This design comes from an exercise in tuning for small area on the open sky130 flow, not from production work.
In this exercise RTL edits were held to simulation tests only and were not proved equivalent to the original.

Design mxfp4_block_dot, start of the top module:
module mxfp4_block_dot (
    input  wire         clk,
    input  wire         rst,
    input  wire         in_valid,
    input  wire         in_first,
    input  wire         in_last,
    input  wire [127:0] in_a,       
    input  wire [127:0] in_b,
    input  wire [7:0]   in_sa,      
    input  wire [7:0]   in_sb,      
    output reg          out_valid,
    output wire [31:0]  out_d
);
    function [7:0] qsg;
        input [2:0] a;
        input [2:0] b;
        input       s;
        reg         na, nb, a0, a1, a2, b0, b1, b2, m0;
        reg   [4:0] sh;
        reg   [3:0] M;
        integer     c, k;
        begin
            na = a[2] | a[1];
            nb = b[2] | b[1];
            a0 = ~a[2];  a1 = a[2] & ~a[1];  a2 = a[2] & a[1];
            b0 = ~b[2];  b1 = b[2] & ~b[1];  b2 = b[2] & b[1];
            sh[0] = a0 & b0;
            sh[1] = (a0 & b1) | (a1 & b0);
            sh[2] = (a0 & b2) | (a1 & b1) | (a2 & b0);
            sh[3] = (a1 & b2) | (a2 & b1);
            sh[4] = a2 & b2;
            m0 = a[0] & b[0];
            M  = {na & nb & m0, na & nb & ~m0, (na & b[0]) ^ (a[0] & nb), m0} ^ {4{s}};
            for (c = 0; c < 8; c = c + 1) begin
                qsg[c] = 1'b0;
                for (k = 0; k < 5; k = k + 1)
                    if (c - k >= 0 && c - k <= 3)
                        qsg[c] = qsg[c] | (sh[k] & M[c - k]);
                    else
                        qsg[c] = qsg[c] | (sh[k] & s);
            end
        end
    endfunction
    function [32:0] rca;
        input [31:0] a;
        input [31:0] b;
        input        ci;
        reg          c;
        integer      j;
        begin
            c = ci;
            for (j = 0; j < 32; j = j + 1) begin
                rca[j] = a[j] ^ b[j] ^ c;
                c = (a[j] & b[j]) | (a[j] & c) | (b[j] & c);
            end
            rca[32] = c;
        end
    endfunction
    wire [31:0] sg;
    assign sg[0] = in_a[3] ^ in_b[3];
    wire [7:0] q0 = qsg(in_a[2:0], in_b[2:0], sg[0]);
    assign sg[1] = in_a[7] ^ in_b[7];
    wire [7:0] q1 = qsg(in_a[6:4], in_b[6:4], sg[1]);
    assign sg[2] = in_a[11] ^ in_b[11];
    wire [7:0] q2 = qsg(in_a[10:8], in_b[10:8], sg[2]);
  ...
clock: 35.0 ns
lec_check: 0
abc_area: 1
cap_margin: 10
core_margin: 2
core_utilization: 55
slew_margin: 10
standard.sh (not shown) runs the stock make flow with config.mk's settings and CLKGATE_MAP_FILE= SYNTH_SCRIPT=/design/flow/synth_recipe.tcl, a recipe that flattens the netlist after the stock synthesis.
==> flow/flow/run.sh <==
#!/bin/bash
# Own layout flow: the standard layout (standard.sh, ORFS), with four
# changes:
#  - synthesis skips Yosys's generic "abc -fast" pre-mapping inside synth
#    (SYNTH_ARGS=-noabc), so extract_fa sees the design's full adders as
#    written;
#  - ABC's technology mapping runs flow/area.abc (&deepsyn, then &dch + &nf with area
#    recovery) instead of abc_area.script; flow/my_synth.tcl is the standard flow's
#    synth_recipe.tcl with only that change;
#  - port buffers are the smallest buffer cell (sky130_fd_sc_hd__buf_1)
#    instead of the one buffer_ports picks by default;
#  - clock tree synthesis builds the tree from clkbuf_4 cells (clkbuf_8 at
#    the root) instead of clkbuf_16, without dummy loads.
# Everything else (floorplan, power grid, taps, placement, CTS, routing) is
# the standard flow. Each step's full log is under orfs/logs/; make's own
# output goes to flow.log.
set -euo pipefail
here=$(pwd)
bash standard.sh "SYNTH_SCRIPT=$here/flow/my_synth.tcl" "SYNTH_ARGS=-noabc" \
    "BUFFER_PORTS_ARGS=-buffer_cell sky130_fd_sc_hd__buf_1" \
    "CTS_ARGS=-sink_clustering_enable -repair_clock_nets -dont_use_dummy_load -buf_list sky130_fd_sc_hd__clkbuf_4 -root_buf sky130_fd_sc_hd__clkbuf_8" \
    finish > flow.log 2>&1
==> flow/flow/area.abc <==
strash
&get -n
&deepsyn -T 60
&dch
&nf -R 1000
&put
topo
==> flow/flow/my_synth.tcl <==
# The standard flow's synthesis script (synth_recipe.tcl, in the work folder) unchanged,
# except that ABC's technology mapping runs flow/area.abc in place of the
# flow's abc_area.script.
set my_flow_dir [file dirname [file normalize [info script]]]
set my_abc_script [file join $my_flow_dir area.abc]
proc abc {args} {
  set i [lsearch -exact $args -script]
  if { $i >= 0 } {
    lset args [expr { $i + 1 }] $::my_abc_script
  }
  yosys abc {*}$args
}
source [file join [file dirname $my_flow_dir] synth_recipe.tcl]
The baseline went through all stages and came out clean.
Edit:
--- a/flow/design.v
+++ b/flow/design.v
@@ -720,31 +720,30 @@
         for (i = 0; i < 13; i = i + 1)
             if (MBu[i]) lzb = 4'd12 - i[3:0];
     end
     wire [12:0] MBn0  = MBu << lzb;
     wire [32:0] es_r  = rca({24'd0, in_sa}, {24'd0, in_sb}, 1'b0);
     wire [4:0]  pm    = 5'd11 - {1'b0, lzb};
     wire [32:0] tb_r  = rca({23'd0, es_r[8:0]}, {22'h3FFFFF, pm[4] ? 5'b11011 : 5'b11100, pm}, 1'b0);
-    wire        nan0 = in_valid & ((&in_sa) | (&in_sb));
-    reg         s1_first, s1_lastv, sB, zeroB;
+    reg         s1_first, s1_lastv, s1_nan, sB, zeroB;
     reg  [11:0] MBf;
     reg  [9:0]  tb;
     always @(posedge clk) begin
         s1_first <= in_valid & in_first;
         s1_lastv <= in_valid & in_last & ~rst;
+        s1_nan   <= in_valid & ((&in_sa) | (&in_sb));
         sB       <= sB0;
-        zeroB    <= zB0 | ~in_valid | nan0;
-        MBf      <= {MBn0[11:1] & {11{in_valid}}, (MBn0[0] & in_valid) | nan0};
+        zeroB    <= zB0 | ~in_valid;
+        MBf      <= MBn0[11:0] & {12{in_valid}};
         tb       <= tb_r[9:0];
     end
     wire [12:0] MBn = {~zeroB, MBf};
-    wire        s1_nan = zeroB & MBf[0];
     reg  [31:0] acc;
-    wire [30:0] a_op  = s1_first ? 31'd0 : acc[30:0];
-    wire        sA    = acc[31];
+    wire [31:0] a_op  = s1_first ? 32'd0 : acc;
+    wire        sA    = a_op[31];
     wire [7:0]  ea    = a_op[30:23];
     wire        a_nrm = |ea;
     wire        a_inf = &ea;
     wire [23:0] MA    = {a_nrm, a_op[22:0]};
     wire [7:0]  ta    = {ea[7:1], ea[0] | ~a_nrm};    
     wire        a_nan = &a_op[30:22];
     wire [32:0] d_r  = rca({24'd0, ta}, {{22{~tb[9]}}, ~tb}, 1'b0);
Outcome:
- cell area is about the same
- die area is about the same
- wire length fell by 2.0%
- maximum frequency rose by 1.5%
- synthesized cell count hardly moves
- non-clock buffer count does not change
- global-route usage fell by 1.2 points
- clock skew is about the same
- critical path depth rose by 4
- sequential share of layout area barely changes
- area after synthesis hardly moves
- first-iteration DRC count fell by 2.7%

what the ideal ports hide:
No port has a modelled driver above. Below, the same layouts with a new extraction and two added sets of constraints. Step 1 (the two cells are an assumption about what drives the block):
set clk [get_ports {clk}]
set_driving_cell -lib_cell sky130_fd_sc_hd__clkbuf_16 $clk
set_driving_cell -lib_cell sky130_fd_sc_hd__buf_2 [delete_from_list [all_inputs] $clk]
Step 2 moves the port delays by t, midway between the first and last clock arrival at a register: inputs arrive t later, outputs are due t later. That takes back most of the time a late clock gives input paths. Slacks: ideal ports / drivers / drivers and shift; pairs: ideal ports / drivers.
run | t, ns | setup slack, ns | worst hold slack (ns) | slew at the worst register clock pin (ns) | cell pins on the clock port's net
the first run | 0.420 | 4.947 / 4.947 / 4.947 | 0.447 / 0.447 / 0.447 | 0.07 / 0.07 | 1
the second run | 0.382 | 5.383 / 5.383 / 5.383 | 0.460 / 0.460 / 0.460 | 0.07 / 0.07 | 1
After both steps every run listed still meets setup and hold.
